Background: an optimization exercise with open tools, aiming at small area and a short achievable clock period. Do not read the settings as production practice. Only simulation tests tie the RTL to the original design; equivalence was not proved. The flow treats the clock pin as an ideal source, which a real chip does not have. Power and IR drop assume default switching activity.

==> flow/design.v <==
module sojor_arbiter (
    input  wire        clk,
    input  wire        rst,         
    input  wire [6:0]  cfg_nth,     
    input  wire [7:0]  req,         
    input  wire [7:0]  live,        
    input  wire [7:0]  withdraw,    
    input  wire [31:0] flits,       
    input  wire        busy,        
    output reg  [7:0]  gnt,         
    output wire [2:0]  park,
    output wire        park_v,
    output wire [2:0]  hold_in,
    output wire        hold_v,
    output wire [3:0]  ratchet,     
    output wire [6:0]  gcount
);
    reg [2:0]  age_q  [0:7];
    reg [11:0] wait_q [0:7];
    reg [3:0]  rat_q;              
    reg [3:0]  len_q;              
    reg [2:0]  park_q;
    reg        park_v_q;
    reg [5:0]  gc_q;
    function ge7(input [6:0] a, input [6:0] b);
        integer k;
        reg r;
        begin
            r = 1'b1;
            for (k = 0; k < 7; k = k + 1)
                r = (a[k] & ~b[k]) | (a[k] & r) | (~b[k] & r);
            ge7 = r;
        end
    endfunction
    wire [7:0] ask     = req & live;
    wire       hv      = |rat_q;
    wire [7:0] park_oh = 8'd1 << park_q;
    wire       arb     = ~busy & ~hv;        
    wire [95:0] wait_v;
    wire [23:0] age_v;
    genvar gi;
    generate
        for (gi = 0; gi < 8; gi = gi + 1) begin : g_v
            assign wait_v[12*gi +: 12] = wait_q[gi];
            assign age_v[3*gi +: 3]    = age_q[gi];
        end
    endgenerate
    wire [7:0] wa, ww;
    sa_pick #(3)  u_pick_age  (.ask(ask), .v(age_v),  .win(wa));
    sa_pick #(12) u_pick_wait (.ask(ask), .v(wait_v), .win(ww));
    wire [6:0] gp     = {1'b0, gc_q} + 7'd1;
    wire [6:0] thr    = {cfg_nth[6], cfg_nth[5:0] & {6{~cfg_nth[6]}}};
    wire       hit    = ge7(gp, thr) & (|gp[6:2]);
    wire [6:0] gc_inc = gp;
    wire [7:0] w_oh   = hit ? ww : wa;       
    wire       fw     = park_v_q && ask == park_oh;
    wire [7:0] g_arb  = w_oh & ~withdraw;    
    always @* begin
        if (rst || busy)
            gnt = 8'd0;
        else if (hv)
            gnt = ask & park_oh;
        else
            gnt = g_arb;
    end
    integer i;
    reg [2:0] g_idx;
    reg [3:0] g_flits;
    always @* begin
        g_idx   = 3'd0;
        g_flits = 4'd0;
        for (i = 0; i < 8; i = i + 1)
            if (w_oh[i]) begin
                g_idx   = g_idx | i[2:0];
                g_flits = g_flits | flits[4*i +: 4];
            end
    end
    wire       granted = |g_arb;
    wire [3:0] rat_inc = rat_q + 4'd1;
    wire [7:0] w_clr  = {8{arb}} & w_oh;                        
    wire [7:0] hold_k = {8{~busy & hv}} & park_oh;              
    wire [7:0] w_inc  = ask & ~w_clr & ~hold_k;
    wire [7:0] a_inc  = {8{arb}} & ask & ~w_oh;
    wire [95:0] wait_d;
    wire [23:0] age_d;
    generate
        for (gi = 0; gi < 8; gi = gi + 1) begin : g_cnt
            sa_count #(12) u_wait (.q(wait_q[gi]), .inc(w_inc[gi]), .clr(rst | w_clr[gi]),
                                   .d(wait_d[12*gi +: 12]));
            sa_count #(3)  u_age  (.q(age_q[gi]),  .inc(a_inc[gi]), .clr(rst | w_clr[gi]),
                                   .d(age_d[3*gi +: 3]));
        end
    endgenerate
    always @(posedge clk) begin
        for (i = 0; i < 8; i = i + 1) begin
            wait_q[i] <= wait_d[12*i +: 12];
            age_q[i]  <= age_d[3*i +: 3];
        end
        if (arb && granted && g_flits > 4'd1)
            len_q <= g_flits;
        if (rst) begin
            rat_q    <= 4'd0;
            park_q   <= 3'd0;
            park_v_q <= 1'b0;
            gc_q     <= 6'd0;
        end else begin
            if (arb && ask != 8'd0 && !fw)
                gc_q <= hit ? 6'd0 : gc_inc[5:0];
            if (arb && granted) begin
                park_q   <= g_idx;
                park_v_q <= 1'b1;
                if (g_flits > 4'd1)
                    rat_q <= 4'd1;
            end
            if (!busy && hv && (ask & park_oh) != 8'd0)
                rat_q <= (rat_inc == len_q) ? 4'd0 : rat_inc;
        end
    end
    assign park    = park_q;
    assign park_v  = park_v_q;
    assign hold_in = park_q;
    assign hold_v  = hv;
    assign ratchet = rat_q;
    assign gcount  = {1'b0, gc_q};
endmodule
module sa_pick #(parameter W = 12) (
    input  wire [7:0]     ask,
    input  wire [8*W-1:0] v,
    output wire [7:0]     win
);
    function ge(input [W-1:0] a, input [W-1:0] b);
        integer k;
        reg r;
        begin
            r = 1'b1;
            for (k = 0; k < W; k = k + 1)
                r = (a[k] & ~b[k]) | (a[k] & r) | (~b[k] & r);
            ge = r;
        end
    endfunction
    wire [W-1:0] v0 = v[0*W +: W], v1 = v[1*W +: W], v2 = v[2*W +: W],
                 v3 = v[3*W +: W], v4 = v[4*W +: W], v5 = v[5*W +: W],
                 v6 = v[6*W +: W], v7 = v[7*W +: W];
    wire c10 = ge(v1, v0), c20 = ge(v2, v0), c21 = ge(v2, v1);
    wire c43 = ge(v4, v3), c53 = ge(v5, v3), c54 = ge(v5, v4);
    wire c76 = ge(v7, v6);
    wire [7:0] p;
    assign p[0] = ask[0] & (~ask[1] | ~c10) & (~ask[2] | ~c20);
    assign p[1] = ask[1] & (~ask[0] |  c10) & (~ask[2] | ~c21);
    assign p[2] = ask[2] & (~ask[0] |  c20) & (~ask[1] |  c21);
    assign p[3] = ask[3] & (~ask[4] | ~c43) & (~ask[5] | ~c53);
    assign p[4] = ask[4] & (~ask[3] |  c43) & (~ask[5] | ~c54);
    assign p[5] = ask[5] & (~ask[3] |  c53) & (~ask[4] |  c54);
    assign p[6] = ask[6] & (~ask[7] | ~c76);
    assign p[7] = ask[7] & (~ask[6] |  c76);
    wire any_a = |ask[2:0], any_b = |ask[5:3], any_c = |ask[7:6];
    wire [W-1:0] va = ({W{p[0]}} & v0) | ({W{p[1]}} & v1) | ({W{p[2]}} & v2);
    wire [W-1:0] vb = ({W{p[3]}} & v3) | ({W{p[4]}} & v4) | ({W{p[5]}} & v5);
    wire [W-1:0] vc = ({W{p[6]}} & v6) | ({W{p[7]}} & v7);
    wire cba = ge(vb, va), cca = ge(vc, va), ccb = ge(vc, vb);
    wire sel_a = any_a & ~(any_b & cba) & ~(any_c & cca);
    wire sel_b = any_b & cba & ~(any_c & ccb);
    wire sel_c = any_c & cca & ccb;
    assign win = p & {{2{sel_c}}, {3{sel_b}}, {3{sel_a}}};
endmodule
module sa_count #(parameter W = 12) (
    input  wire [W-1:0] q,
    input  wire         inc,
    input  wire         clr,
    output wire [W-1:0] d
);
    wire [W:0] c;
    assign c[0] = inc & ~&q;
    genvar k;
    generate
        for (k = 0; k < W; k = k + 1) begin : g_k
            assign d[k]   = ~clr & (q[k] ^ c[k]);
            assign c[k+1] = q[k] & c[k];
        end
    endgenerate
endmodule
==> flow/flow/run.sh <==
#!/bin/bash
# Own layout flow: the standard flow with three changes.
# 1. Synthesis is the standard one except for the ABC script that maps the
#    logic (flow/map.abc, an area-oriented mapping); registers are untouched.
# 2. Ports get plain buffers (buf_1) in place of the delay buffers that
#    buffer_ports picks by default.
# 3. After CTS, flow/post_cts.tcl upsizes cells on the slowest paths a little.
# Each tool's output goes to a log file of its own in this folder.
set -euo pipefail
W=$(pwd)
# synthesis script: synth_recipe.tcl with ABC's script replaced
{
  head -n 1 synth_recipe.tcl
  cat <<'EOT'
proc abc {args} {
  set i [lsearch -exact $args -script]
  if {$i >= 0} { set args [lreplace $args $i [expr {$i + 1}]] }
  set i [lsearch -exact $args -D]
  if {$i >= 0} { set args [lreplace $args $i [expr {$i + 1}]] }
  yosys abc -script $::env(FLOW_ABC_SCRIPT) {*}$args
}
EOT
  tail -n +2 synth_recipe.tcl
} > own_synth.tcl
export FLOW_ABC_SCRIPT=$W/flow/map.abc
sed "s|synth_recipe.tcl|own_synth.tcl|g" standard.sh > own_synth.sh
bash own_synth.sh synth > synth.log 2>&1
export BUFFER_PORTS_ARGS="-buffer_cell sky130_fd_sc_hd__buf_1"
export POST_CTS_TCL=$W/flow/post_cts.tcl
bash standard.sh > standard.log 2>&1
==> flow/flow/map.abc <==
strash; &get -n; &fraig -x; &put; scorr; dc2; strash; &get -n; &syn2; &dch -f; &nf; &put
==> flow/flow/post_cts.tcl <==
# Upsize cells (and swap pins) on the slowest paths, aiming a little above the
# worst slack after CTS, then legalize the placement again.
log_cmd estimate_parasitics -placement
set wns [worst_slack -max]
set margin [expr {$wns + 0.7}]
puts "post_cts: worst slack $wns, sizing to margin $margin"
log_cmd repair_timing -setup -setup_margin $margin -sequence "sizeup,swap" -verbose
set result [catch { detailed_placement } msg]
if { $result != 0 } {
  error "Detailed placement failed after post-CTS sizing: $msg"
}
check_placement -verbose
log_cmd estimate_parasitics -placement
puts "post_cts: worst slack now [worst_slack -max]"
==> flow/standard.sh <==
#!/bin/bash
# synth_recipe.tcl (not shown) runs the flow's synth.tcl, then flattens the netlist and writes it again
# the make line also repeats each setting of config.mk as NAME=value (left out here)
make -C /OpenROAD-flow-scripts/flow DESIGN_CONFIG=/design/flow/config.mk WORK_HOME=/design/flow/orfs CLKGATE_MAP_FILE= SYNTH_SCRIPT=/design/flow/synth_recipe.tcl "${@:-finish}"
==> flow/config.mk <==
export PLATFORM = sky130hd
export DESIGN_NAME = sojor_arbiter
export DESIGN_NICKNAME = sojor_arbiter
export VERILOG_FILES = /design/flow/design.v
export SDC_FILE = /design/flow/constraint.sdc
export NUM_CORES = 4
export LEC_CHECK = 0
export ABC_AREA = 1
export CAP_MARGIN = 20
export CORE_MARGIN = 2
export CORE_UTILIZATION = 40
export CTS_BUF_LIST = sky130_fd_sc_hd__clkbuf_4 sky130_fd_sc_hd__clkbuf_8
export SLEW_MARGIN = 20
==> flow/constraint.sdc <==
create_clock -name core_clock -period 28.0 [get_ports {clk}]
set_input_delay 5.6000 -clock core_clock [delete_from_list [all_inputs] [get_ports {clk}]]
set_output_delay 5.6000 -clock core_clock [all_outputs]
set_load 0.01 [all_outputs]
==> results of run 1 <==
power by group:
| group | total, mW | switching (mW) | internal, mW | leakage [nW] |
|---|---|---|---|---|
| combinational | 0.0562 | 0.0349 | 0.0214 | 2.86 |
| clock | 0.164 | 0.0843 | 0.0802 | 0.189 |
| sequential | 0.206 | 0.00573 | 0.201 | 1.12 |
Yosys cell counts (all sizes together) (10+ instances only):
| library cell | count | area [µm²] |
|---|---|---|
| clkinv | 100 | 375 |
| a22o | 19 | 166 |
| and3 | 11 | 68.8 |
| a222oi | 37 | 370 |
| ha | 115 | 1440 |
| a31oi | 10 | 62.6 |
| nor3 | 32 | 160 |
| nor2 | 51 | 191 |
| nor4 | 11 | 68.8 |
| and2 | 119 | 744 |
| nand2 | 54 | 203 |
| nand4 | 27 | 169 |
| xnor2 | 21 | 184 |
| nor2b | 16 | 100 |
| a21oi | 42 | 210 |
| o21ai | 29 | 145 |
| o22ai | 41 | 257 |
| a221oi | 14 | 123 |
| dfxtp | 134 | 2680 |
| nand2b | 15 | 93.8 |
| a22oi | 36 | 270 |
| nand3 | 11 | 55.1 |
cells by family (layout without fill, tap and decap cells):
family,after synthesis,in the layout,synth area share (%)
compound gates,311,311,25.2
xor+xnor,26,26,2.47
fa+ha+maj,124,124,16.6
buf+inv,104,229,4.40
flops,138,138,30.4
other cells,1,1,0.0407
simple gates,355,355,20.8
per-layer routing:
layer	vias up	routed length, µm
met5	-	0
met4	0	390
met3	32	1720
met2	297	12300
met1	4140	12500
li1	4278	-
state kept, by name (all words and copies together) (netlist names):
| name | cells |
|---|---|
| len_q | 4 |
| gc_q | 6 |
| park_q | 3 |
| age_q | 24 |
| park_v_q | 1 |
| rat_q | 4 |
| wait_q | 96 |
tightest hold or removal path, delay by kind of cell, from the launching register on:
kind | cells | cell delay, ns
buffers and inverters | 1 | 0.06
AOI/OAI and AO/OA | 1 | 0.05
DFF | 1 | 0.36
through the flow:
stage / cells / power, mW
detailed placement: 1438 / 0.264
global route: 1469 / 0.449
global placement: 1438 / 0.264
finish: 1469 / 0.427
floorplan: 1059 / 0.244
layout make-up:
type / count / share of cell area, %
inverter: 100 / 3.62
sequential: 138 / 26.8
tap: 285 / 3.41
timing repair buffer: 98 / 3.82
multi-input combinational: 817 / 58.6
clock buffer: 18 / 2.31
clock inverter: 13 / 1.39
final timing paths:
check	from	to	slack, ns	cells past startpoint
max	req[3]	gnt[0]	13.30	19
max reg2reg	wait_q[3][2]	wait_q[0][11]	19.90	35
min reg2reg	park_v_q	park_v_q	0.51	2
min	park_v_q	park_v_q	0.51	2
==> parameters.txt, run 1 <==
Parameter                              Value

Synth
  Post-Syn Area    around 9200 µm²
  Share of the yosys chip area belonging to registers    30.4%
  Flop and latch count out of synthesis    ~140
  Mean post-synth cell area    8.70 µm²
  EDFF count, synth    4
  Number of synthesis warnings    7
  Number of unique standard cell types used by synthesis    between 50 and 60
  Share of flip-flops with an asynchronous set or reset    0%
  Most instantiated flip-flop cell in the synthesis netlist    sky130_fd_sc_hd__dfxtp_1
  Syn nets    between 1000 and 1500
  Cells after Synth    between 1000 and 1500

Worst setup path
  Nature of the critical path startpoint    input port
  Buffering stage count on the worst path with inverters included    4
  Largest fanout on the critical path    15
  Worst path cell trace    buf_1 > nand2_2 > inv_4 > o221ai_4 > o211a_4 > a222oi_1 > nand2b_1 > a31oi_1 > o21ai_1 > a21oi_1 > o21ai_1 > a222oi_1 > a2bb2oi_2 > nor2_4 > o41ai_2 > buf_4 > a21oi_1 > nor2_1 > clkbuf_2
  CP Class    input port to output pin
  Cell family with the largest share of critical-path delay    compound AO/OA/AOI/OAI gates
  Critical Path AT    between 9 and 10 ns
  CP Capture Type    output pin
  Cell with the biggest individual delay on the critical path    sky130_fd_sc_hd__a222oi_1
  Largest stage delay on the critical path    about 0.65 ns
  Critical path data required time    22.40 ns

Cells and area
  Final net count    1353
  Area growth from synthesis to layout    13.4%
  Most used cells in the layout excluding fill and tap cells    sky130_fd_sc_hd__dfxtp_1 (134), sky130_fd_sc_hd__and2_0 (119), sky130_fd_sc_hd__ha_1 (115)
  Reg area    about 2800 µm²
  Most common library cell in the layout ignoring fill and taps    sky130_fd_sc_hd__dfxtp_1
  Finished Core Util    between 40% and 50%
  Share of post-route cells with drive strength above 1    under 10%
  Post-route cell area    about 10000 µm²
  Antenna cells    0
  Fillers    between 2000 and 2500
  Multi-input logic area    between 6000 and 7000 µm²

GRT
  M2 GR Usage    a little over a third
  Wire length of the first global-routing pass    43900 µm
  Maximum number of pins on one net before global-route repair    40
  Number of antenna violations at the first check in global routing    0
  Vias in the first global route    around 8000
  Global Route met1 Usage    a little over 30%
  GR met3 Demand/Resource    4.72%
  Gr usage total    22.6%
  Most heavily used metal layer in global routing    met2
  Gr ovfl total    0

Routing
  Number of vias after detailed routing    8747
  Post-DR wirelength/cell    roughly 18 µm
  Detailed-route vias per instance    between 5 and 6
  Wire length reported by the detailed router    about 27000 µm
  Residual DRC    0
  TritonRoute pass-1 iters    9
  Number of antenna-violating nets in the routed design    0
  Detailed router's first-iteration violation count    858

Clock tree
  Clock tree from TritonCTS    done
  Sink count of the clock tree    138
  Clock Latency Late Sink    0.46 ns
  Clock-pin slew on the worst setup and hold paths    roughly 0.090 ns

STA
  Sum of negative setup slack    0 ns
  Count of final max-slew check failures    0
  Final Skew    around 0.015 ns
  Tmin final    about 15 ns
  Hold Slack    ~0.5 ns
  Peak clock frequency supported by timing    between 60 and 70 MHz
  Measured slew at the worst slew-check pin    1.10 ns
  PnR worst setup slack    ~13 ns
  Final hold viol count    0
  Period utilisation layout    between 50% and 60%
  # setup viols final    0
  Slew HR    a little over a quarter
  RSZ-0062 raised after global routing    no

Worst hold path
  Hold WC Path Type    flip-flop to flip-flop

Place
  RePlAce Congestion    0.868
  Placed standard-cell area    between 9000 and 10000 µm²
  Worst slack at placement    ~13 ns
  Detailed-placement wirelength estimate    20600 µm
  Count of buffers from port buffering    91

Floorplan
  Starting Density    roughly 40%
  Row cnt    between 50 and 60
  Die Ht    approximately 160 µm
  Width of the chip    ~160 µm
  Die outline area    ~24000 µm²
  Top Ports    between 90 and 100
  Core footprint    between 20000 and 25000 µm²

Power
  Max VDD drop    26.8 µV
  Leakage power of the design    approximately 4.2 nW
  Power density of the placed cells    slightly above 40 nW/µm²

Outcome
  Run status    complete, no violations

Flow run
  Max-cap viol count    0
==> inputs of run 2 (changes only) <==
--- a/flow/config.mk
+++ b/flow/config.mk
@@ -7,3 +7,2 @@
 export LEC_CHECK = 0
-export ABC_AREA = 1
 export CAP_MARGIN = 20
@@ -12,2 +11,3 @@
 export CTS_BUF_LIST = sky130_fd_sc_hd__clkbuf_4 sky130_fd_sc_hd__clkbuf_8
+export CTS_CLUSTER_SIZE = 24
 export SLEW_MARGIN = 20
==> run 2 against run 1 <==
Die area unchanged. Critical path type unchanged. Clock skew is the same. Power is the same. Largest cell class unchanged. Register-to-register slack about the same. Fmax unchanged. Core utilization is the same. Area after synthesis is the same. Final area unchanged. Cell count did not move.
==> parameters.txt, run 2 <==
Parameter                              Value

Synth
  Main combinational cell family by area after synthesis    compound AO/OA/AOI/OAI gates
  Post-synth top area cell    sky130_fd_sc_hd__dfxtp_1
  Leading cell types by total area after synthesis    sky130_fd_sc_hd__dfxtp_1 (29%), sky130_fd_sc_hd__ha_1 (16%), sky130_fd_sc_hd__and2_0 (8.1%)
  Share of flip-flops with an asynchronous set or reset    0% (unchanged)
  Number of unique standard cell types used by synthesis    52 (unchanged)
  Compound-Gate Fraction of Synth Area    25.2% (unchanged)
  Mean post-synth cell area    8.70 µm² (unchanged)
  Post-Synth Adder-Cell Area    16.6% (unchanged)
  Number of synthesis warnings    7 (unchanged)
  Syn nets    1240 (unchanged)
  Most frequent cells after synthesis    sky130_fd_sc_hd__dfxtp_1 (134), sky130_fd_sc_hd__and2_0 (119), sky130_fd_sc_hd__ha_1 (115)
  Post-Syn Area    9210 µm² (unchanged)
  Flop and latch count out of synthesis    138 (unchanged)
  Cells after Synth    1059 (unchanged)
  EDFF count, synth    4 (unchanged)
  Synth top area share    29.1% (unchanged)
  Portion of netlist area occupied by mux cells    0% (unchanged)
  Fraction of synthesized cell area in xor and xnor cells    2.47% (unchanged)
  Most numerous cell in the Yosys netlist    sky130_fd_sc_hd__dfxtp_1
  Area share of and/or/nand/nor cells after synthesis    20.8% (unchanged)
  Most instantiated flip-flop cell in the synthesis netlist    sky130_fd_sc_hd__dfxtp_1
  Share of the yosys chip area belonging to registers    30.4% (unchanged)

STA
  PnR worst setup slack    13.30 ns (unchanged)
  RSZ-0062 raised after global routing    no
  Peak clock frequency supported by timing    68.0 MHz (unchanged)
  Tmin final    14.70 ns (unchanged)
  Sum of negative setup slack    0 ns (unchanged)
  Count of final max-slew check failures    0 (unchanged)
  Measured slew at the worst slew-check pin    1.10 ns (unchanged)
  # setup viols final    0 (unchanged)
  Period utilisation layout    52.5% (unchanged)
  Final Skew    0.0146 ns (unchanged)
  Slew HR    26.7% (unchanged)
  Final hold viol count    0 (unchanged)

Worst hold path
  Hold WC Path Type    flip-flop to flip-flop

Clock tree
  Sink count of the clock tree    138 (unchanged)
  Clock tree from TritonCTS    done
  Clock Latency Late Sink    0.46 ns (about the same)
  Clock-pin slew on the worst setup and hold paths    0.09 ns (about the same)

Cells and area
  Finished Core Util    46.1% (unchanged)
  Antenna cells    0 (unchanged)
  Final net count    1353 (unchanged)
  Largest regs    wait_q x96, age_q x24, gc_q x6
  Register with the most flip-flops    wait_q
  Post-route cell area    10400 µm² (unchanged)
  Share of post-route cells with drive strength above 1    5.83% (unchanged)
  Most used cells in the layout excluding fill and tap cells    sky130_fd_sc_hd__dfxtp_1 (134), sky130_fd_sc_hd__and2_0 (119), sky130_fd_sc_hd__ha_1 (115)
  Area growth from synthesis to layout    13.4% (unchanged)
  Most common library cell in the layout ignoring fill and taps    sky130_fd_sc_hd__dfxtp_1
  Flip-flop count of the largest register after layout    96 (unchanged)

Routing
  Wire length reported by the detailed router    26900 µm (unchanged)
  Detailed router's first-iteration violation count    858 (unchanged)
  TritonRoute pass-1 iters    9 (unchanged)
  Post-DR wirelength/cell    18.3 µm (unchanged)
  Number of vias after detailed routing    8747 (unchanged)
  Residual DRC    0 (unchanged)
  Number of antenna-violating nets in the routed design    0 (unchanged)
  Detailed-route vias per instance    5.95 (unchanged)

Place
  Detailed-placement wirelength estimate    20600 µm (unchanged)
  Placed standard-cell area    9960 µm² (unchanged)
  Count of buffers from port buffering    91 (unchanged)
  Worst slack at placement    12.85 ns (unchanged)
  RePlAce Congestion    0.868 (unchanged)

Flow run
  Max-cap viol count    0 (unchanged)

GRT
  Maximum number of pins on one net before global-route repair    40 (unchanged)
  Number of antenna violations at the first check in global routing    0 (unchanged)
  Wire length of the first global-routing pass    43900 µm (unchanged)
  Gr ovfl total    0 (unchanged)
  Gr usage total    22.6% (unchanged)
  Vias in the first global route    8147 (unchanged)

Worst setup path
  Nature of the critical path startpoint    input port
  Cell family with the largest share of critical-path delay    compound AO/OA/AOI/OAI gates
  CP Class    input port to output pin
  Worst path cell trace    buf_1 > nand2_2 > inv_4 > o221ai_4 > o211a_4 > a222oi_1 > nand2b_1 > a31oi_1 > o21ai_1 > a21oi_1 > o21ai_1 > a222oi_1 > a2bb2oi_2 > nor2_4 > o41ai_2 > buf_4 > a21oi_1 > nor2_1 > clkbuf_2
  Critical path data required time    22.40 ns (about the same)
  Cell with the biggest individual delay on the critical path    sky130_fd_sc_hd__a222oi_1
  Buffering stage count on the worst path with inverters included    4 (unchanged)
  Largest stage delay on the critical path    0.65 ns (about the same)
  CP Capture Type    output pin
  Critical Path AT    9.10 ns (about the same)
  Largest fanout on the critical path    15 (unchanged)

Floorplan
  Core footprint    22600 µm² (unchanged)
  Die Ht    156 µm (unchanged)
  Width of the chip    156 µm (unchanged)
  Die outline area    24300 µm² (unchanged)
  Row cnt    55 (unchanged)
  Starting Density    40.7% (unchanged)
  Top Ports    93 (unchanged)

Outcome
  Run status    complete, no violations

Power
  Leakage power of the design    4.16 nW (unchanged)
  Power density of the placed cells    40.9 nW/µm² (unchanged)
  Max VDD drop    26.8 µV (unchanged)
## run 2: cell type report
cell class | count | area, µm²
multi-input cells | 817 | 6120
inverters | 100 | 378
fillers | 2251 | 12200
clock buffers | 18 | 241
flip-flops and latches | 138 | 2800
repair buffers | 98 | 399
clock inverters | 13 | 145
well taps | 285 | 357
## run 2: layer usage
layer | share of wire [%] | global-route usage [%] | wire length [µm] | up-vias
li1 | - | - | - | 4278
met1 | 46 | 30.7 | 12500 | 4140
met2 | 46 | 36.4 | 12300 | 297
met3 | 6.4 | 4.72 | 1720 | 32
met4 | 1.5 | 6.47 | 390 | 0
met5 | 0 | 0 | 0 | -
## run 2: final timing paths
path / start / to / slack, ns / cells past startpoint
max: req[3] / gnt[0] / 13.30 / 19
min: park_v_q / park_v_q / 0.51 / 2
max reg2reg: wait_q[3][2] / wait_q[0][11] / 19.90 / 35
min reg2reg: park_v_q / park_v_q / 0.51 / 2
## run 2: worst register-to-register path: cells and delay by family, from the launching register on
kind	cells	cell delay [ns]
AOI/OAI and AO/OA	16	3.85
adders and majority gates	11	2.36
and+or+nand+nor	4	0.63
buffers and inverters	3	0.59
DFF	1	0.49
xor gates and xnor gates	1	0.12
## run 2: per-stage QoR
stage,hold slack [ns],cells,power (mW)
floorplan,0.469,1059,0.244
global placement,0.482,1438,0.264
detailed placement,0.510,1438,0.264
global route,0.532,1469,0.449
finish,0.510,1469,0.427
## run 2: cell families after synthesis
| family | Yosys count |
|---|---|
| xor+xnor | 26 |
| other cells | 1 |
| flops | 138 |
| simple gates | 355 |
| buf+inv | 104 |
| fa+ha+maj | 124 |
| compound gates | 311 |
## run 2: report_power, final
part | internal, mW | switching, mW
combinational | 0.0214 | 0.0349
clock | 0.0802 | 0.0843
sequential | 0.201 | 0.00573
total | 0.302 | 0.125
==> inputs of run 3 (changes only) <==
==> flow/flow/map.abc (replaced) <==
strash; &get -n; &fraig -x; &put; scorr; dc2; strash; &get -n; &syn3; &dch -f; &nf; &put
--- a/flow/config.mk
+++ b/flow/config.mk
@@ -7,2 +7,3 @@
 export LEC_CHECK = 0
+export ABC_AREA = 1
 export CAP_MARGIN = 20
@@ -11,3 +12,2 @@
 export CTS_BUF_LIST = sky130_fd_sc_hd__clkbuf_4 sky130_fd_sc_hd__clkbuf_8
-export CTS_CLUSTER_SIZE = 24
 export SLEW_MARGIN = 20
==> run 3 against run 2 <==
Setup slack got worse by 0.19 ns. Non-clock buffer count increased by 2. Critical endpoint is now gnt[1]. Count of clock-buffer cells in the layout down 1. Critical path type unchanged. First-iteration DRC count increased by 10%. Still clean. Core utilization grew 0.78 points.
==> parameters.txt, run 3 <==
Parameter                              Value

Clock tree
  Clock-pin slew on the worst setup and hold paths    0.08 ns (about the same)
  Clock tree from TritonCTS    done
  Clock Latency Late Sink    0.46 ns (about the same)
  Sink count of the clock tree    138 (unchanged)

Flow run
  Max-cap viol count    0 (unchanged)

GRT
  Gr usage total    22.6% (-0.049 points)
  Wire length of the first global-routing pass    43700 µm (-0.43%)
  Vias in the first global route    8164 (+0.21%)
  Number of antenna violations at the first check in global routing    1 (+1)
  Maximum number of pins on one net before global-route repair    40 (unchanged)
  Gr ovfl total    0 (unchanged)

STA
  Sum of negative setup slack    0 ns (unchanged)
  RSZ-0062 raised after global routing    no
  Final Skew    0.0163 ns (+0.00172 ns)
  Final hold viol count    0 (unchanged)
  Slew HR    43.9% (+17 points)
  Peak clock frequency supported by timing    67.1 MHz (-1.3%)
  Period utilisation layout    53.2% (+0.67 points)
  Tmin final    14.89 ns (+0.188 ns)
  Count of final max-slew check failures    0 (unchanged)
  Measured slew at the worst slew-check pin    0.838 ns (-0.258 ns)
  Hold Slack    0.514 ns (+0.00488 ns)
  # setup viols final    0 (unchanged)

Worst setup path
  Critical path data required time    22.40 ns (about the same)
  Library cell appearing most often on the critical path    sky130_fd_sc_hd__a221o_1
  Largest stage delay on the critical path    0.38 ns (-0.27 ns)
  CP Class    input port to output pin
  Cell with the biggest individual delay on the critical path    sky130_fd_sc_hd__a221o_1
  CP Capture Type    output pin
  Critical Path AT    9.29 ns (+0.19 ns)
  Largest fanout on the critical path    16 (+1)
  Nature of the critical path startpoint    input port
  Cell family with the largest share of critical-path delay    compound AO/OA/AOI/OAI gates
  Buffering stage count on the worst path with inverters included    5 (+1)
  Worst path cell trace    buf_1 > nand2_4 > clkinvlp_4 > a221oi_2 > buf_4 > a211o_1 > o22ai_1 > a221o_1 > a221o_1 > a222oi_1 > o221ai_1 > a2bb2oi_1 > o21a_2 > or4b_4 > o22ai_2 > buf_6 > a21oi_2 > nor2_1 > buf_2

Routing
  TritonRoute pass-1 iters    7 (-2)
  Wire length reported by the detailed router    26900 µm (-0.13%)
  Detailed-route vias per instance    5.93 (-0.48%)
  Post-DR wirelength/cell    18.2 µm (-0.40%)
  Residual DRC    0 (unchanged)
  Detailed router's first-iteration violation count    947 (+10%)
  Number of vias after detailed routing    8729 (-0.21%)
  Number of antenna-violating nets in the routed design    0 (unchanged)

Power
  Leakage power of the design    4.23 nW (+1.6%)
  NetSw    0.136 mW (+9.0%)
  Net Sw Frac    30.2% (+0.92 points)
  Max VDD drop    31.4 µV (+17%)
  Proportion of power drawn by combinational gates    13.0% (-0.2 points)
  Internal power    0.315 mW (+4.3%)
  Power density of the placed cells    42.5 nW/µm² (+3.9%)
  Sequential fraction of design power    45.9% (-2.4 points)
  Clock group share of total power    41.1% (+2.6 points)

Cells and area
  Most common library cell in the layout ignoring fill and taps    sky130_fd_sc_hd__dfxtp_1
  Share of post-route cells with drive strength above 1    6.82% (+0.99 points)
  Antenna cells    0 (unchanged)
  Register with the most flip-flops    wait_q
  Area growth from synthesis to layout    14.9%
  Final net count    1356 (+0.22%)
  Final cell count without fillers    1473 (+0.27%)
  Largest regs    wait_q x96, age_q x24, gc_q x6
  Flip-flop count of the largest register after layout    96 (unchanged)
  Most used cells in the layout excluding fill and tap cells    sky130_fd_sc_hd__dfxtp_1 (134), sky130_fd_sc_hd__and2_0 (122), sky130_fd_sc_hd__ha_1 (115)

Floorplan
  Width of the chip    156 µm (+0.16%)
  Row cnt    55 (unchanged)
  Top Ports    93 (unchanged)
  Core footprint    22600 µm² (unchanged)
  Starting Density    40.8% (+0.13 points)
  Die Ht    156 µm (+0.16%)
  Die outline area    24300 µm² (+0.32%)

Synth
  Flop and latch count out of synthesis    138 (unchanged)
  Number of unique standard cell types used by synthesis    55 (+5.8%)
  Syn nets    1241 (+0.081%)
  Most numerous cell in the Yosys netlist    sky130_fd_sc_hd__dfxtp_1
  Synth top area share    29.0% (-0.095 points)
  Most instantiated flip-flop cell in the synthesis netlist    sky130_fd_sc_hd__dfxtp_1
  Leading cell types by total area after synthesis    sky130_fd_sc_hd__dfxtp_1 (29%), sky130_fd_sc_hd__ha_1 (16%), sky130_fd_sc_hd__and2_0 (8.3%)
  Number of synthesis warnings    7 (unchanged)
  Most frequent cells after synthesis    sky130_fd_sc_hd__dfxtp_1 (134), sky130_fd_sc_hd__and2_0 (122), sky130_fd_sc_hd__ha_1 (115)
  Post-Syn Area    9240 µm² (+0.33%)
  Share of the yosys chip area belonging to registers    30.3% (-0.099 points)
  Share of flip-flops with an asynchronous set or reset    0% (unchanged)
  EDFF count, synth    4 (unchanged)
  Post-synth top area cell    sky130_fd_sc_hd__dfxtp_1
  Cells after Synth    1060 (+0.094%)
  Mean post-synth cell area    8.72 µm² (+0.23%)

Worst hold path
  Hold WC Path Type    flip-flop to flip-flop

Place
  Count of buffers from port buffering    91 (unchanged)
  Count of placed standard cells including taps    1441 (+0.21%)
  Detailed-placement wirelength estimate    20700 µm (+0.90%)
  RePlAce Congestion    0.974 (+12%)

Outcome
  Run status    complete, no violations
run 3: changes by cell type in the layout (fill, tap and decap cells not counted), moves of 7 or more:
cell,before,now
sky130_fd_sc_hd__o22ai_1,41,34
sky130_fd_sc_hd__nor3_1,32,42
sky130_fd_sc_hd__nor4_1,11,18
sky130_fd_sc_hd__nand2b_1,15,24
sky130_fd_sc_hd__nor2_1,50,59
sky130_fd_sc_hd__nand2_1,48,39
sky130_fd_sc_hd__o21ai_0,25,32
sky130_fd_sc_hd__a21oi_1,38,28
run 3: layout make-up:
| type | instances | area [µm²] |
|---|---|---|
| fill | 2270 | 12000 |
| multi-input combinational | 823 | 6240 |
| sequential | 138 | 2800 |
| timing repair buffer | 100 | 424 |
| inverter | 95 | 363 |
| tap | 285 | 357 |
| clock buffer | 17 | 234 |
| clock inverter | 15 | 203 |
run 3: metrics by stage:
step	utilization [%]	setup slack, ns	instance area, µm²	total power, mW
floorplan	-	12.91	9240	0.246
global placement	44.1	12.84	9980	0.266
detailed placement	44.1	12.72	9980	0.266
global route	46.9	12.93	10600	0.470
finish	46.9	13.11	10600	0.452
run 3: worst reg2reg max path, delay by kind of cell, from the launching register on:
family	cells	cell delay, ns
fa+ha+maj	11	2.28
buf+inv	3	0.54
xor+xnor	1	0.12
compound gates	14	3.37
simple gates	4	1.16
flops	1	0.51
run 3: final timing paths:
path	startpoint	endpoint	slack, ns	depth (start not counted)
max	live[5]	gnt[1]	13.11	19
min	park_v_q	park_v_q	0.51	2
max reg2reg	wait_q[5][3]	wait_q[1][11]	19.97	33
min reg2reg	park_v_q	park_v_q	0.51	2
run 3: logic make-up (layout without fill, tap and decap cells):
logic type               Yosys count  after routing  synth area share [%]
multiplexers                       1              1                 0.108
adder cells (fa/ha/maj)          129            129                  17.1
flip-flops                       138            138                  30.3
AO/OA/AOI/OAI                    286            286                  23.4
buffers and inverters             99            227                  4.18
XOR/XNOR                          26             26                  2.46
other                              1              1                0.0406
AND/OR/NAND/NOR                  380            380                  22.4
run 3: power by group through the flow:
stage	Combinational (mW)	Clock (mW)	Sequential, mW
2_1_floorplan	0.0360	0	0.210
3_3_place_gp	0.0544	0	0.211
3_5_place_dp	0.0546	0	0.211
5_1_grt	0.0656	0.197	0.208
6_report	0.0587	0.186	0.207
run 3: per-layer routing:
| metal | share of wire (%) | GRT usage, % | wire length, µm | up-vias |
|---|---|---|---|---|
| met5 | 0 | 0 | 0 | - |
| met4 | 1.9 | 6.07 | 507 | 0 |
| met3 | 6.3 | 3.53 | 1680 | 36 |
| met2 | 45 | 36.3 | 12000 | 268 |
| met1 | 47 | 31.4 | 12700 | 4130 |
| li1 | - | - | - | 4295 |
==> inputs of run 4 (changes only) <==
--- a/flow/flow/run.sh
+++ b/flow/flow/run.sh
@@ -2,4 +2,5 @@
 # Own layout flow: the standard flow with three changes.
-# 1. Synthesis is the standard one except for the ABC script that maps the
-#    logic (flow/map.abc, an area-oriented mapping); registers are untouched.
+# 1. Synthesis is the standard one except for how the logic is mapped: no
+#    half/full adder extraction before ABC, and ABC's script is flow/map.abc
+#    (an area-oriented mapping). Registers are untouched.
 # 2. Ports get plain buffers (buf_1) in place of the delay buffers that
@@ -25,3 +26,3 @@
 export FLOW_ABC_SCRIPT=$W/flow/map.abc
-sed "s|synth_recipe.tcl|own_synth.tcl|g" standard.sh > own_synth.sh
+sed -e "s|synth_recipe.tcl|own_synth.tcl|g" -e "s|^make -C |make ADDER_MAP_FILE= -C |" standard.sh > own_synth.sh
 bash own_synth.sh synth > synth.log 2>&1
==> flow/flow/map.abc (replaced) <==
strash; &get -n; &fraig -x; &put; scorr; dc2; dretime; strash; &get -n; &dch -f; &nf; &put
--- a/flow/config.mk
+++ b/flow/config.mk
@@ -7,3 +7,2 @@
 export LEC_CHECK = 0
-export ABC_AREA = 1
 export CAP_MARGIN = 20
==> run 4 against run 3 <==
Combinational power grew 11%. Cell count grew 8.2%. Global-route usage grew 3.0 points. Sequential power is essentially flat. Largest power group unchanged. Clock skew is essentially flat. Clock power shrank 3%. Largest cell class unchanged. Setup slack gained 0.012 ns. Still clean on timing, DRC and antenna.
==> parameters.txt, run 4 <==
Parameter                              Value

Synth
  Mean post-synth cell area    7.42 µm² (-15%)
  Number of synthesis warnings    7 (unchanged)
  Fraction of synthesized cell area in xor and xnor cells    1.80% (-0.67 points)
  Post-Syn Area    8770 µm² (-5.1%)
  Post-synth top area cell    sky130_fd_sc_hd__dfxtp_1
  Cells after Synth    1183 (+12%)
  Share of the yosys chip area belonging to registers    31.9% (+1.6 points)
  Synth top area share    30.6% (+1.5 points)
  Syn nets    1249 (+0.64%)
  Number of unique standard cell types used by synthesis    61 (+11%)
  Portion of netlist area occupied by mux cells    0% (-0.11 points)
  EDFF count, synth    4 (unchanged)
  Main combinational cell family by area after synthesis    compound AO/OA/AOI/OAI gates
  Compound-Gate Fraction of Synth Area    33.7% (+10 points)
  Most instantiated flip-flop cell in the synthesis netlist    sky130_fd_sc_hd__dfxtp_1
  Leading cell types by total area after synthesis    sky130_fd_sc_hd__dfxtp_1 (31%), sky130_fd_sc_hd__a21oi_1 (6.7%), sky130_fd_sc_hd__nand2_1 (4.8%)
  Most numerous cell in the Yosys netlist    sky130_fd_sc_hd__dfxtp_1
  Post-Synth Adder-Cell Area    1.25% (-16 points)
  Share of flip-flops with an asynchronous set or reset    0% (unchanged)
  Flop and latch count out of synthesis    138 (unchanged)
  Most frequent cells after synthesis    sky130_fd_sc_hd__dfxtp_1 (134), sky130_fd_sc_hd__a21oi_1 (117), sky130_fd_sc_hd__nand2_1 (112)
  Area share of and/or/nand/nor cells after synthesis    27.3% (+4.9 points)

Worst setup path
  CP Capture Type    output pin
  Worst path cell trace    buf_1 > and2_1 > a31oi_4 > a32o_1 > a21oi_1 > o221ai_1 > a211o_1 > a31o_1 > a21o_1 > a21oi_1 > o22a_1 > o211ai_1 > o21ai_1 > buf_4 > a21oi_1 > a2111oi_0 > buf_1
  Critical path data required time    22.40 ns (about the same)
  Depth of the most critical reg-to-reg path    23 (-30%)
  Buffering stage count on the worst path with inverters included    3 (-2)
  Terminus of the critical flop-to-flop path    len_q[3]
  CP Class    input port to output pin
  Cell with the biggest individual delay on the critical path    sky130_fd_sc_hd__and2_1
  Reg-to-Reg Start    wait_q[5][3]
  Critical path depth in cells    17 (-2)
  Cell family with the largest share of critical-path delay    compound AO/OA/AOI/OAI gates
  Largest fanout on the critical path    13 (-3)
  Critical Path AT    9.28 ns (about the same)
  Slack of the worst reg-to-reg path    21.62 ns (+1.65 ns)
  Critical Path Start    req[6]
  Nature of the critical path startpoint    input port
  Largest stage delay on the critical path    0.48 ns (+0.10 ns)
  End point of the critical path    gnt[1]
  Library cell appearing most often on the critical path    sky130_fd_sc_hd__a21oi_1

Routing
  Post-DR wirelength/cell    19.0 µm (+4.4%)
  TritonRoute pass-1 iters    8 (+1)
  Number of antenna-violating nets in the routed design    0 (unchanged)
  Residual DRC    0 (unchanged)
  Detailed router's first-iteration violation count    973 (+2.7%)
  Number of vias after detailed routing    9797 (+12%)
  Detailed-route vias per instance    6.15 (+3.7%)
  Wire length reported by the detailed router    30300 µm (+13%)

Cells and area
  Most common library cell in the layout ignoring fill and taps    sky130_fd_sc_hd__dfxtp_1
  Largest regs    wait_q x96, age_q x24, gc_q x6
  Flip-flop count of the largest register after layout    96 (unchanged)
  Antenna cells    0 (unchanged)
  Area growth from synthesis to layout    14.1%
  Most used cells in the layout excluding fill and tap cells    sky130_fd_sc_hd__dfxtp_1 (134), sky130_fd_sc_hd__a21oi_1 (117), sky130_fd_sc_hd__nand2_1 (110)
  Share of post-route cells with drive strength above 1    4.57% (-2.3 points)
  Finished Core Util    46.2% (-0.76 points)
  Final net count    1367 (+0.81%)
  Register with the most flip-flops    wait_q

GRT
  Gr usage total    25.6% (+3.0 points)
  Vias in the first global route    9005 (+10%)
  Wire length of the first global-routing pass    48500 µm (+11%)
  Number of antenna violations at the first check in global routing    0 (-1)
  Gr ovfl total    0 (unchanged)
  Maximum number of pins on one net before global-route repair    34 (-15%)

Power
  Leakage power of the design    3.37 nW (-20%)
  Max VDD drop    24.9 µV (-21%)
  Power density of the placed cells    45.3 nW/µm² (+6.6%)

Floorplan
  Top Ports    93 (unchanged)
  Core footprint    21700 µm² (-4.2%)
  Die outline area    23100 µm² (-4.9%)
  Width of the chip    152 µm (-2.5%)
  Die Ht    152 µm (-2.5%)
  Row cnt    54 (-1.8%)
  Starting Density    40.5% (-0.36 points)

STA
  RSZ-0062 raised after global routing    no
  Tmin final    14.88 ns (-0.0116 ns)
  Final Skew    0.0163 ns (-0.0000376 ns)
  Measured slew at the worst slew-check pin    0.823 ns (-0.0149 ns)
  # setup viols final    0 (unchanged)
  Peak clock frequency supported by timing    67.2 MHz (about the same)
  Count of final max-slew check failures    0 (unchanged)
  Slew HR    45.0% (+1.1 points)
  Final hold viol count    0 (unchanged)
  Sum of negative setup slack    0 ns (unchanged)
  Period utilisation layout    53.1% (about the same)
  Hold Slack    0.495 ns (-0.0196 ns)

Clock tree
  Clock-pin slew on the worst setup and hold paths    0.08 ns (about the same)
  Sink count of the clock tree    138 (unchanged)
  Clock tree from TritonCTS    done
  Clock Latency Late Sink    0.46 ns (about the same)

Place
  Detailed-placement wirelength estimate    22500 µm (+8.4%)
  RePlAce Congestion    0.967 (-0.70%)
  Count of buffers from port buffering    91 (unchanged)

Flow run
  Max-cap viol count    0 (unchanged)

Outcome
  Run status    complete, no violations

Worst hold path
  Hold WC Path Type    flip-flop to flip-flop
==> run 4: logic make-up (layout without fill, tap and decap cells) <==
kind of cell	after synthesis	count (layout)
DFF	138	138
AOI/OAI and AO/OA	446	446
xor gates and xnor gates	18	18
buffers and inverters	88	219
other	1	1
adders and majority gates	11	11
and+or+nand+nor	481	481
==> run 4: power by group <==
part	switching, mW	internal, mW	total (mW)
combinational	0.0414	0.0238	0.0652
sequential	0.00773	0.201	0.209
clock	0.0860	0.0935	0.180
total	0.135	0.319	0.454
==> run 4: layer usage <==
| layer | wire, µm | track usage, % | up-vias | share of wire, % |
|---|---|---|---|---|
| li1 | - | - | 4746 | - |
| met1 | 13500 | 34.4 | 4574 | 45 |
| met2 | 13800 | 41.5 | 421 | 45 |
| met3 | 2290 | 4.36 | 56 | 7.5 |
| met4 | 741 | 8.81 | 0 | 2.4 |
| met5 | 0 | 0 | - | 0 |
==> run 4: area by class of cell <==
cell class	count	area, µm²
clock inverter	12	163
fill	2235	11700
clock buffer	20	263
inverter	84	315
sequential	138	2800
multi-input combinational	957	5680
timing repair buffer	103	432
tap	280	350
==> run 4: worst reg2reg max path, delay by kind of cell, from the launching register on <==
family	cells	cell delay [ns]
compound gates	16	3.84
simple gates	4	0.97
buf+inv	3	0.72
flops	1	0.54
==> run 4: how the worst min path moves through the flow <==
stage                 from     endpoint  slack [ns]  depth (start not counted)
2_1_floorplan  age_q[6][1]  age_q[6][1]        0.47                          1
3_3_place_gp       gc_q[4]      gc_q[4]        0.49                          2
3_5_place_dp       gc_q[4]      gc_q[4]        0.49                          2
5_1_grt        age_q[3][1]  age_q[3][1]        0.55                          1
6_report           gc_q[4]      gc_q[4]        0.49                          2
==> run 4: metrics by stage <==
stage	power (mW)	setup slack, ns	cells	instance area (µm²)
2_1_floorplan	0.253	13.06	1183	8770
3_3_place_gp	0.276	12.55	1562	9540
3_5_place_dp	0.276	12.47	1562	9540
5_1_grt	0.472	12.78	1594	10000
6_report	0.454	13.12	1594	10000
==> inputs of run 5 (changes only) <==
==> flow/flow/map.abc (replaced) <==
strash; &get -n; &fraig -x; &put; scorr; dc2; strash; &get -n; &syn2; &dch -f; &nf -R 1000; &put
==> run 5 against run 4 <==
Still clean. Setup slack lost 0.49 ns. Clock power shrank 3%. Die area shrank 3.3%. Critical endpoint is now gnt[5].
==> parameters.txt, run 5 <==
Parameter                              Value

Outcome
  Run status    complete, no violations

STA
  Period utilisation layout    54.9% (+1.8 points)
  # setup viols final    0 (unchanged)
  Final Skew    0.0128 ns (-0.00350 ns)
  Final hold viol count    0 (unchanged)
  Count of final max-slew check failures    0 (unchanged)
  Peak clock frequency supported by timing    65.1 MHz (-3.2%)
  Slew HR    34.4% (-11 points)
  RSZ-0062 raised after global routing    no
  Sum of negative setup slack    0 ns (unchanged)
  Tmin final    15.37 ns (+0.491 ns)
  PnR worst setup slack    12.63 ns (-0.491 ns)
  Measured slew at the worst slew-check pin    0.984 ns (+0.160 ns)

Floorplan
  Core footprint    20900 µm² (-3.7%)
  Top Ports    93 (unchanged)
  Die Ht    150 µm (-1.7%)
  Starting Density    40.6% (+0.12 points)
  Row cnt    53 (-1.9%)
  Die outline area    22400 µm² (-3.3%)
  Width of the chip    150 µm (-1.7%)

Synth
  Synth top area share    31.6% (+1.1 points)
  Fraction of synthesized cell area in xor and xnor cells    4.96% (+3.2 points)
  Cells after Synth    1128 (-4.6%)
  Syn nets    1194 (-4.4%)
  Most instantiated flip-flop cell in the synthesis netlist    sky130_fd_sc_hd__dfxtp_1
  Number of unique standard cell types used by synthesis    55 (-9.8%)
  Leading cell types by total area after synthesis    sky130_fd_sc_hd__dfxtp_1 (32%), sky130_fd_sc_hd__nor2_1 (7.7%), sky130_fd_sc_hd__a21oi_1 (5.3%)
  Share of flip-flops with an asynchronous set or reset    0% (unchanged)
  Post-Synth Adder-Cell Area    1.54% (+0.28 points)
  Area share of and/or/nand/nor cells after synthesis    26.6% (-0.72 points)
  Post-Syn Area    8480 µm² (-3.4%)
  Share of the yosys chip area belonging to registers    33.1% (+1.1 points)
  Number of synthesis warnings    7 (unchanged)
  Portion of netlist area occupied by mux cells    0.236% (+0.24 points)
  Mean post-synth cell area    7.51 µm² (+1.3%)
  Flop and latch count out of synthesis    138 (unchanged)
  Main combinational cell family by area after synthesis    compound AO/OA/AOI/OAI gates
  Post-synth top area cell    sky130_fd_sc_hd__dfxtp_1
  Most numerous cell in the Yosys netlist    sky130_fd_sc_hd__nor2_1
  EDFF count, synth    4 (unchanged)
  Most frequent cells after synthesis    sky130_fd_sc_hd__nor2_1 (175), sky130_fd_sc_hd__dfxtp_1 (134), sky130_fd_sc_hd__clkinv_1 (102)
  Compound-Gate Fraction of Synth Area    28.7% (-5.0 points)

Power
  Max VDD drop    19.7 µV (-21%)
  Leakage power of the design    3.10 nW (-8.0%)
  Power density of the placed cells    45.2 nW/µm² (-0.40%)

GRT
  Number of antenna violations at the first check in global routing    0 (unchanged)
  Maximum number of pins on one net before global-route repair    26 (-24%)
  Wire length of the first global-routing pass    42800 µm (-12%)
  Gr usage total    24.0% (-1.6 points)
  Gr ovfl total    0 (unchanged)
  Vias in the first global route    8216 (-8.8%)

Routing
  Number of antenna-violating nets in the routed design    0 (unchanged)
  TritonRoute pass-1 iters    8 (unchanged)
  Wire length reported by the detailed router    26900 µm (-11%)
  Detailed router's first-iteration violation count    887 (-8.8%)
  Residual DRC    0 (unchanged)
  Detailed-route vias per instance    6.03 (-1.9%)
  Post-DR wirelength/cell    17.5 µm (-7.9%)
  Number of vias after detailed routing    9247 (-5.6%)

Cells and area
  Flip-flop count of the largest register after layout    96 (unchanged)
  Finished Core Util    46.6% (+0.44 points)
  Register with the most flip-flops    wait_q
  Antenna cells    0 (unchanged)
  Largest regs    wait_q x96, age_q x24, gc_q x6
  Fillers    2164 (-3.2%)
  Final net count    1312 (-4.0%)
  Share of post-route cells with drive strength above 1    5.16% (+0.60 points)
  Post-route cell area    9730 µm² (-2.8%)
  Most common library cell in the layout ignoring fill and taps    sky130_fd_sc_hd__nor2_1
  Area growth from synthesis to layout    14.8%
  Most used cells in the layout excluding fill and tap cells    sky130_fd_sc_hd__nor2_1 (173), sky130_fd_sc_hd__dfxtp_1 (134), sky130_fd_sc_hd__clkinv_1 (101)

Place
  Detailed-placement wirelength estimate    20200 µm (-10%)
  Placed standard-cell area    9230 µm² (-3.3%)
  Worst slack at placement    12.06 ns (-0.410 ns)
  RePlAce Congestion    0.980 (+1.3%)
  Count of buffers from port buffering    91 (unchanged)

Worst setup path
  Nature of the critical path startpoint    input port
  CP Capture Type    output pin
  CP Class    input port to output pin
  Critical Path AT    9.77 ns (+0.49 ns)
  Critical path data required time    22.40 ns (about the same)
  Largest fanout on the critical path    12 (-1)

Clock tree
  Clock tree from TritonCTS    done
  Clock-pin slew on the worst setup and hold paths    0.08 ns (about the same)
  Sink count of the clock tree    138 (unchanged)
  Clock Latency Late Sink    0.46 ns (about the same)

Flow run
  Max-cap viol count    0 (unchanged)

Worst hold path
  Hold WC Path Type    flip-flop to flip-flop
## run 5: layout make-up
class	count	area [µm²]	share of cell area, %
Tap cell	275	344	3.54
Sequential cell	138	2800	28.8
Timing Repair Buffer	103	435	4.47
Clock inverter	13	155	1.59
Multi-Input combinational cell	884	5350	55.0
Inverter	102	383	3.93
Clock buffer	19	262	2.69
## run 5: metal layers
layer | global-route usage, % | wire length (µm)
met3 | 3.96 | 1850
met4 | 6.76 | 464
met1 | 33.0 | 12200
met5 | 0 | 0
met2 | 38.7 | 12400
## run 5: through the flow
stage / instances / power, mW / hold WS [ns]
2_1_floorplan: 1128 / 0.247 / 0.450
3_3_place_gp: 1502 / 0.267 / 0.472
3_5_place_dp: 1502 / 0.267 / 0.480
5_1_grt: 1534 / 0.460 / 0.522
6_report: 1534 / 0.439 / 0.488
## run 5: kinds of logic after synthesis
kind of cell / count (synthesis)
flops: 138
mux: 2
fa+ha+maj: 13
buf+inv: 106
other cells: 1
simple gates: 470
xor+xnor: 48
compound gates: 350
## run 5: power by group
part,total (mW),internal (mW),switching [mW]
Clock,0.174,0.0863,0.0880
Sequential,0.207,0.201,0.00619
Combinational,0.0583,0.0221,0.0362
## run 5: path summary, 6_finish.rpt
check | depth (start not counted) | to | slack [ns] | startpoint
max reg2reg | 39 | rat_q[2] | 20.38 | wait_q[5][0]
min | 2 | age_q[7][2] | 0.49 | age_q[7][2]
min reg2reg | 2 | age_q[7][2] | 0.49 | age_q[7][2]
max | 22 | gnt[5] | 12.63 | req[2]
## run 5: worst max-delay path, stage by stage
cell                       delay (ns)
sky130_fd_sc_hd__buf_1           0.12
sky130_fd_sc_hd__nand2_4         0.12
sky130_fd_sc_hd__o221a_4         0.35
sky130_fd_sc_hd__a222oi_1        0.50
sky130_fd_sc_hd__nor2_1          0.10
sky130_fd_sc_hd__maj3_1          0.36
sky130_fd_sc_hd__maj3_1          0.35
sky130_fd_sc_hd__o22ai_1         0.14
sky130_fd_sc_hd__nand2b_1        0.12
sky130_fd_sc_hd__a221o_1         0.14
sky130_fd_sc_hd__o221a_1         0.17
sky130_fd_sc_hd__a221oi_1        0.05
sky130_fd_sc_hd__nor2_1          0.13
sky130_fd_sc_hd__a221oi_1        0.06
sky130_fd_sc_hd__nor2_1          0.14
sky130_fd_sc_hd__o21ai_1         0.10
sky130_fd_sc_hd__or3_4           0.40
sky130_fd_sc_hd__nor4_2          0.18
sky130_fd_sc_hd__a21oi_2         0.10
sky130_fd_sc_hd__or2_0           0.23
sky130_fd_sc_hd__a21oi_1         0.15
sky130_fd_sc_hd__clkbuf_2        0.16
==> inputs of run 6 (changes only) <==
==> flow/flow/map.abc (replaced) <==
strash; &get -n; &fraig -x; &put; scorr; dc2; strash; &get -n; &syn2; &dch -f; &nf; &put
--- a/flow/config.mk
+++ b/flow/config.mk
@@ -11,2 +11,3 @@
 export CTS_BUF_LIST = sky130_fd_sc_hd__clkbuf_4 sky130_fd_sc_hd__clkbuf_8
+export PLACE_DENSITY = 0.8
 export SLEW_MARGIN = 20
==> run 6 against run 5 <==
Still clean. First-iteration DRC count rose by 59%. Combinational power rose by 4.6%. Register-to-register slack improved by 1.0 ns. Non-clock buffer count rose by 2. Die area rose by 3.0%. Critical path depth fell by 4. Sequential power barely moved. Count of clock-buffer cells in the layout rose by 1. Wire length rose by 5.2%. Power fell by 2.6%. Largest power group unchanged.
==> parameters.txt, run 6 <==
Parameter                              Value

Clock tree
  Sink count of the clock tree    138 (unchanged)
  Clock Latency Late Sink    0.47 ns (about the same)
  Clock tree from TritonCTS    done
  Clock-pin slew on the worst setup and hold paths    0.07 ns (about the same)

GRT
  Vias in the first global route    8902 (+8.3%)
  Gr usage total    23.7% (-0.29 points)
  Gr ovfl total    0 (unchanged)
  Wire length of the first global-routing pass    45400 µm (+6.0%)
  Number of antenna violations at the first check in global routing    0 (unchanged)
  Maximum number of pins on one net before global-route repair    27 (+3.8%)

Routing
  Detailed-route vias per instance    6.34 (+5.2%)
  TritonRoute pass-1 iters    9 (+1)
  Wire length reported by the detailed router    28300 µm (+5.2%)
  Top routing layer used    met4
  Number of antenna-violating nets in the routed design    0 (unchanged)
  WL met3    2450 µm (+33%)
  Residual DRC    0 (unchanged)
  Met1 Routed Length    12000 µm (-2.2%)
  Number of vias after detailed routing    9838 (+6.4%)
  Post-DR wirelength/cell    18.2 µm (+4.0%)
  Amount of wire on met2 after detailed routing    12800 µm (+3.5%)
  Detailed router's first-iteration violation count    1412 (+59%)

Synth
  EDFF count, synth    4 (unchanged)
  Post-Syn Area    8740 µm² (+3.1%)
  Share of the yosys chip area belonging to registers    32.1% (-0.99 points)
  Most numerous cell in the Yosys netlist    sky130_fd_sc_hd__dfxtp_1
  Most frequent cells after synthesis    sky130_fd_sc_hd__dfxtp_1 (134), sky130_fd_sc_hd__nor2_1 (130), sky130_fd_sc_hd__clkinv_1 (97)
  Number of synthesis warnings    7 (unchanged)
  Cells after Synth    1140 (+1.1%)
  Leading cell types by total area after synthesis    sky130_fd_sc_hd__dfxtp_1 (31%), sky130_fd_sc_hd__nor2_1 (5.6%), sky130_fd_sc_hd__a21oi_1 (4.5%)
  Post-synth top area cell    sky130_fd_sc_hd__dfxtp_1
  Flop and latch count out of synthesis    138 (unchanged)
  Number of unique standard cell types used by synthesis    59 (+7.3%)
  Mean post-synth cell area    7.67 µm² (+2.0%)
  Most instantiated flip-flop cell in the synthesis netlist    sky130_fd_sc_hd__dfxtp_1
  Syn nets    1206 (+1.0%)
  Share of flip-flops with an asynchronous set or reset    0% (unchanged)
  Synth top area share    30.7% (-0.95 points)

Cells and area
  Most used cells in the layout excluding fill and tap cells    sky130_fd_sc_hd__dfxtp_1 (134), sky130_fd_sc_hd__nor2_1 (130), sky130_fd_sc_hd__clkinv_1 (97)
  Share of post-route cells with drive strength above 1    5.27% (+0.10 points)
  Flip-flop count of the largest register after layout    96 (unchanged)
  Largest regs    wait_q x96, age_q x24, gc_q x6
  Antenna cells    0 (unchanged)
  Register with the most flip-flops    wait_q
  Post-route cell area    9960 µm² (+2.3%)
  Most common library cell in the layout ignoring fill and taps    sky130_fd_sc_hd__dfxtp_1
  Area growth from synthesis to layout    13.9%
  Final net count    1326 (+1.1%)

STA
  # setup viols final    0 (unchanged)
  Sum of negative setup slack    0 ns (unchanged)
  Final hold viol count    0 (unchanged)
  Peak clock frequency supported by timing    67.1 MHz (+3.1%)
  Tmin final    14.91 ns (-0.465 ns)
  PnR worst setup slack    13.09 ns (+0.465 ns)
  Count of final max-slew check failures    0 (unchanged)
  Measured slew at the worst slew-check pin    1.09 ns (+0.105 ns)
  Slew HR    27.4% (-7.0 points)
  RSZ-0062 raised after global routing    no
  Final Skew    0.0145 ns (+0.00175 ns)
  Period utilisation layout    53.2% (-1.7 points)

Place
  Worst slack at placement    12.66 ns (+0.602 ns)
  Placed standard-cell area    9510 µm² (+3.0%)
  Count of buffers from port buffering    91 (unchanged)
  Detailed-placement wirelength estimate    21500 µm (+6.4%)
  RePlAce Congestion    1.10 (+13%)

Power
  Max VDD drop    21.2 µV (+7.7%)
  Leakage power of the design    3.16 nW (+1.9%)
  Power density of the placed cells    43.0 nW/µm² (-4.8%)
  NetSw    0.129 mW (-1.4%)
  Sequential fraction of design power    48.7% (+1.6 points)
  Net Sw Frac    30.0% (+0.36 points)
  Clock group share of total power    37.1% (-2.6 points)
  Internal power    0.299 mW (-3.1%)
  Proportion of power drawn by combinational gates    14.2% (+0.9 points)

Worst setup path
  Critical Path Start    req[0]
  Critical path data required time    22.40 ns (about the same)
  Critical Path AT    9.31 ns (-0.46 ns)
  Reg-to-Reg Start    wait_q[3][2]
  Terminus of the critical flop-to-flop path    len_q[0]
  CP Capture Type    output pin
  Nature of the critical path startpoint    input port
  Slack of the worst reg-to-reg path    21.39 ns (+1.01 ns)
  Largest fanout on the critical path    13 (+1)
  End point of the critical path    gnt[4]
  CP Class    input port to output pin
  Depth of the most critical reg-to-reg path    23 (-41%)

Flow run
  Max-cap viol count    0 (unchanged)

Floorplan
  Width of the chip    152 µm (+1.5%)
  Starting Density    40.4% (-0.16 points)
  Core footprint    21600 µm² (+3.5%)
  Row cnt    54 (+1.9%)
  Top Ports    93 (unchanged)
  Die outline area    23000 µm² (+3.0%)
  Die Ht    152 µm (+1.5%)

Worst hold path
  Hold WC Path Type    flip-flop to flip-flop

Outcome
  Run status    complete, no violations
-- run 6: changes by cell type in the layout (fill, tap and decap cells not counted), moves of 10 or more --
cell / delta
sky130_fd_sc_hd__a22o_1: +10
sky130_fd_sc_hd__nor2_1: -43
sky130_fd_sc_hd__nand2b_1: +11
sky130_fd_sc_hd__nor3_1: -14
sky130_fd_sc_hd__a221oi_1: -15
sky130_fd_sc_hd__nor3b_1: +11
sky130_fd_sc_hd__a21oi_1: -11
sky130_fd_sc_hd__o21ai_0: +10
sky130_fd_sc_hd__nand2_1: +11
-- run 6: how the worst min path moves through the flow --
stage	startpoint	endpoint	slack (ns)	cells past startpoint
finish	age_q[6][2]	age_q[6][2]	0.49	2
global route	age_q[7][2]	age_q[7][2]	0.53	2
detailed placement	age_q[7][2]	age_q[7][2]	0.47	2
global placement	age_q[6][2]	age_q[6][2]	0.47	2
floorplan	age_q[6][2]	age_q[6][2]	0.45	2
-- run 6: cell families (layout without fill, tap and decap cells) --
logic type / Yosys count / count (layout) / share of synthesized area, %
XOR/XNOR: 45 / 45 / 4.51
AND/OR/NAND/NOR: 449 / 449 / 25.7
buffers and inverters: 101 / 233 / 4.51
flip-flops: 138 / 138 / 32.1
other: 1 / 1 / 0.0429
adder cells (fa/ha/maj): 6 / 6 / 0.687
AO/OA/AOI/OAI: 400 / 400 / 32.5
-- run 6: stage by stage --
| step | power [mW] | cells | hold WS (ns) | utilization [%] |
|---|---|---|---|---|
| after floorplan | 0.249 | 1140 | 0.449 | - |
| after global placement | 0.269 | 1521 | 0.474 | 44.0 |
| after detailed placement | 0.270 | 1521 | 0.475 | 44.0 |
| after global routing | 0.443 | 1552 | 0.530 | 46.1 |
| final | 0.428 | 1552 | 0.490 | 46.1 |
-- run 6: cell type report --
class	instances	area, µm²
flip-flops and latches	138	2800
well taps	280	350
repair buffers	105	452
clock inverters	11	97.6
inverters	97	364
fillers	2108	11700
multi-input cells	901	5620
clock buffers	20	275
-- run 6: critical path, stage by stage --
cell	delay, ns
sky130_fd_sc_hd__buf_1	0.11
sky130_fd_sc_hd__nand2_1	0.11
sky130_fd_sc_hd__a211oi_2	0.23
sky130_fd_sc_hd__a211oi_2	0.09
sky130_fd_sc_hd__buf_4	0.20
sky130_fd_sc_hd__a222oi_1	0.73
sky130_fd_sc_hd__nand2b_1	0.19
sky130_fd_sc_hd__a31oi_1	0.08
sky130_fd_sc_hd__o21ai_1	0.15
sky130_fd_sc_hd__a21oi_1	0.08
sky130_fd_sc_hd__o21ai_1	0.14
sky130_fd_sc_hd__a222oi_1	0.10
sky130_fd_sc_hd__a2bb2oi_2	0.21
sky130_fd_sc_hd__nor4_4	0.41
sky130_fd_sc_hd__a22oi_2	0.20
sky130_fd_sc_hd__o21ai_0	0.25
sky130_fd_sc_hd__and3_1	0.24
sky130_fd_sc_hd__buf_1	0.18
-- run 6: routing by layer --
metal  global-route usage, %  vias up
met3                    4.65       86
met1                    31.1     4604
met4                    10.9        0
met2                    37.7      524
met5                       0        -
li1                        -     4624
-- run 6: power by group through the flow --
stage | combinational [mW] | sequential [mW] | clock (mW)
floorplan | 0.0381 | 0.211 | 0
global placement | 0.0565 | 0.212 | 0
detailed placement | 0.0575 | 0.212 | 0
global route | 0.0662 | 0.209 | 0.168
finish | 0.0610 | 0.208 | 0.159
==> inputs of run 7 (changes only) <==
--- a/flow/config.mk
+++ b/flow/config.mk
@@ -11,3 +11,2 @@
 export CTS_BUF_LIST = sky130_fd_sc_hd__clkbuf_4 sky130_fd_sc_hd__clkbuf_8
-export PLACE_DENSITY = 0.8
 export SLEW_MARGIN = 20
==> run 7 against run 6 <==
Still clean. Power up 5.2%. Clock skew about the same. Non-clock buffer count unchanged. Final area up 0.67%. Count of clock-buffer cells in the layout down 1. Wire length up 4.7%. Cell count unchanged. Synthesized cell count unchanged. Area after synthesis unchanged. Sequential power about the same. Highest routed layer unchanged.
==> parameters.txt, run 7 <==
Parameter                              Value

STA
  Tmin final    14.71 ns (-0.199 ns)
  Final hold viol count    0 (unchanged)
  Count of final max-slew check failures    0 (unchanged)
  Slew HR    30.9% (+3.5 points)

GRT
  GR met3 Demand/Resource    4.65% (unchanged)
  Maximum number of pins on one net before global-route repair    27 (unchanged)
  Wire length of the first global-routing pass    48400 µm (+6.7%)
  Number of antenna violations at the first check in global routing    0 (unchanged)

Place
  Count of placed standard cells including taps    1521 (unchanged)
  Count of buffers from port buffering    91 (unchanged)

Floorplan
  Width of the chip    152 µm (unchanged)
  Row cnt    54 (unchanged)
  Die outline area    23000 µm² (unchanged)
  Starting Density    40.4% (unchanged)

Power
  Total design power    0.450 mW (+5.2%)
  Leakage power of the design    3.19 nW (+0.75%)

Outcome
  Run status    complete, no violations

Routing
  Wire length reported by the detailed router    29600 µm (+4.7%)
  TritonRoute pass-1 iters    9 (unchanged)
  Number of vias after detailed routing    9694 (-1.5%)
  Post-DR wirelength/cell    19.1 µm (+4.7%)

Cells and area
  Area growth from synthesis to layout    14.7%
  Final cell count without fillers    1552 (unchanged)
  Most used cells in the layout excluding fill and tap cells    sky130_fd_sc_hd__dfxtp_1 (134), sky130_fd_sc_hd__nor2_1 (129), sky130_fd_sc_hd__clkinv_1 (97)
  Final net count    1326 (unchanged)

Synth
  Most instantiated flip-flop cell in the synthesis netlist    sky130_fd_sc_hd__dfxtp_1
  Mean post-synth cell area    7.67 µm² (unchanged)
  Post-Syn Area    8740 µm² (unchanged)
  Share of flip-flops with an asynchronous set or reset    0% (unchanged)
  Leading cell types by total area after synthesis    sky130_fd_sc_hd__dfxtp_1 (31%), sky130_fd_sc_hd__nor2_1 (5.6%), sky130_fd_sc_hd__a21oi_1 (4.5%)
  Post-synth top area cell    sky130_fd_sc_hd__dfxtp_1

Worst setup path
  Depth of the most critical reg-to-reg path    23 (unchanged)
  Largest fanout on the critical path    15 (+2)

Clock tree
  Clock-pin slew on the worst setup and hold paths    0.09 ns (+0.02 ns)
-- run 7: cell types whose count changed in the layout (fill, tap and decap cells not counted), sizes merged --
cell / before / now
inv: 0 / 2
buf: 101 / 102
bufinv: 1 / 3
clkbuf: 24 / 22
clkinv: 103 / 102
clkinvlp: 4 / 2
-- run 7: worst paths after layout --
check | start | endpoint
min reg2reg | age_q[6][2] | age_q[6][2]
max | req[1] | gnt[4]
min | age_q[6][2] | age_q[6][2]
max reg2reg | wait_q[3][2] | len_q[3]
-- run 7: metal layers --
layer	part of all wire [%]	wire, µm
met1	44	13100
met2	45	13300
met3	8.1	2400
met4	2.5	753
met5	0	0
-- run 7: kinds of logic after synthesis --
kind of cell | share of synthesized area, %
AO/OA/AOI/OAI | 32.5
XOR/XNOR | 4.51
adder cells (fa/ha/maj) | 0.687
buffers and inverters | 4.51
flip-flops | 32.1
other | 0.0429
AND/OR/NAND/NOR | 25.7
-- run 7: final cells by class --
cell class	instances	area [µm²]	share of cell area, %
clock buffer	19	249	2.48
tap	280	350	3.49
timing repair buffer	105	454	4.53
multi-input combinational	901	5640	56.2
clock inverter	12	166	1.66
sequential	138	2800	28.0
inverter	97	364	3.63
-- run 7: power groups by stage --
stage | clock, mW | sequential [mW] | combinational, mW
after detailed placement | 0 | 0.213 | 0.0583
after floorplan | 0 | 0.211 | 0.0381
after global placement | 0 | 0.213 | 0.0579
final | 0.180 | 0.208 | 0.0619
after global routing | 0.190 | 0.209 | 0.0676
-- run 7: stage by stage --
stage          hold WS [ns]  worst slack [ns]  cell area, µm²
6_report              0.504             13.29           10000
3_3_place_gp          0.479             12.91            9520
2_1_floorplan         0.449             12.95            8740
5_1_grt               0.525             12.90           10000
3_5_place_dp          0.481             12.74            9520
-- run 7: critical path: stages --
cell,delay (ns)
sky130_fd_sc_hd__buf_1,0.09
sky130_fd_sc_hd__nand2_1,0.18
sky130_fd_sc_hd__o221a_2,0.48
sky130_fd_sc_hd__a222oi_1,0.60
sky130_fd_sc_hd__clkinv_1,0.22
sky130_fd_sc_hd__o22ai_1,0.18
sky130_fd_sc_hd__a21oi_1,0.06
sky130_fd_sc_hd__o21ai_1,0.15
sky130_fd_sc_hd__a222oi_1,0.10
sky130_fd_sc_hd__a2bb2oi_2,0.22
sky130_fd_sc_hd__nor4_4,0.47
sky130_fd_sc_hd__a22oi_2,0.24
sky130_fd_sc_hd__o21ai_1,0.16
sky130_fd_sc_hd__and3_1,0.20
sky130_fd_sc_hd__clkbuf_2,0.14

Re-timed with assumed drivers on the ports (clkbuf_16 on the clock, buf_2 on other inputs), run 7 has 13.267 ns of setup slack against 13.293 ns with ideal ports, and 13.267 ns once port delays also move by the mid clock arrival of 0.512 ns.
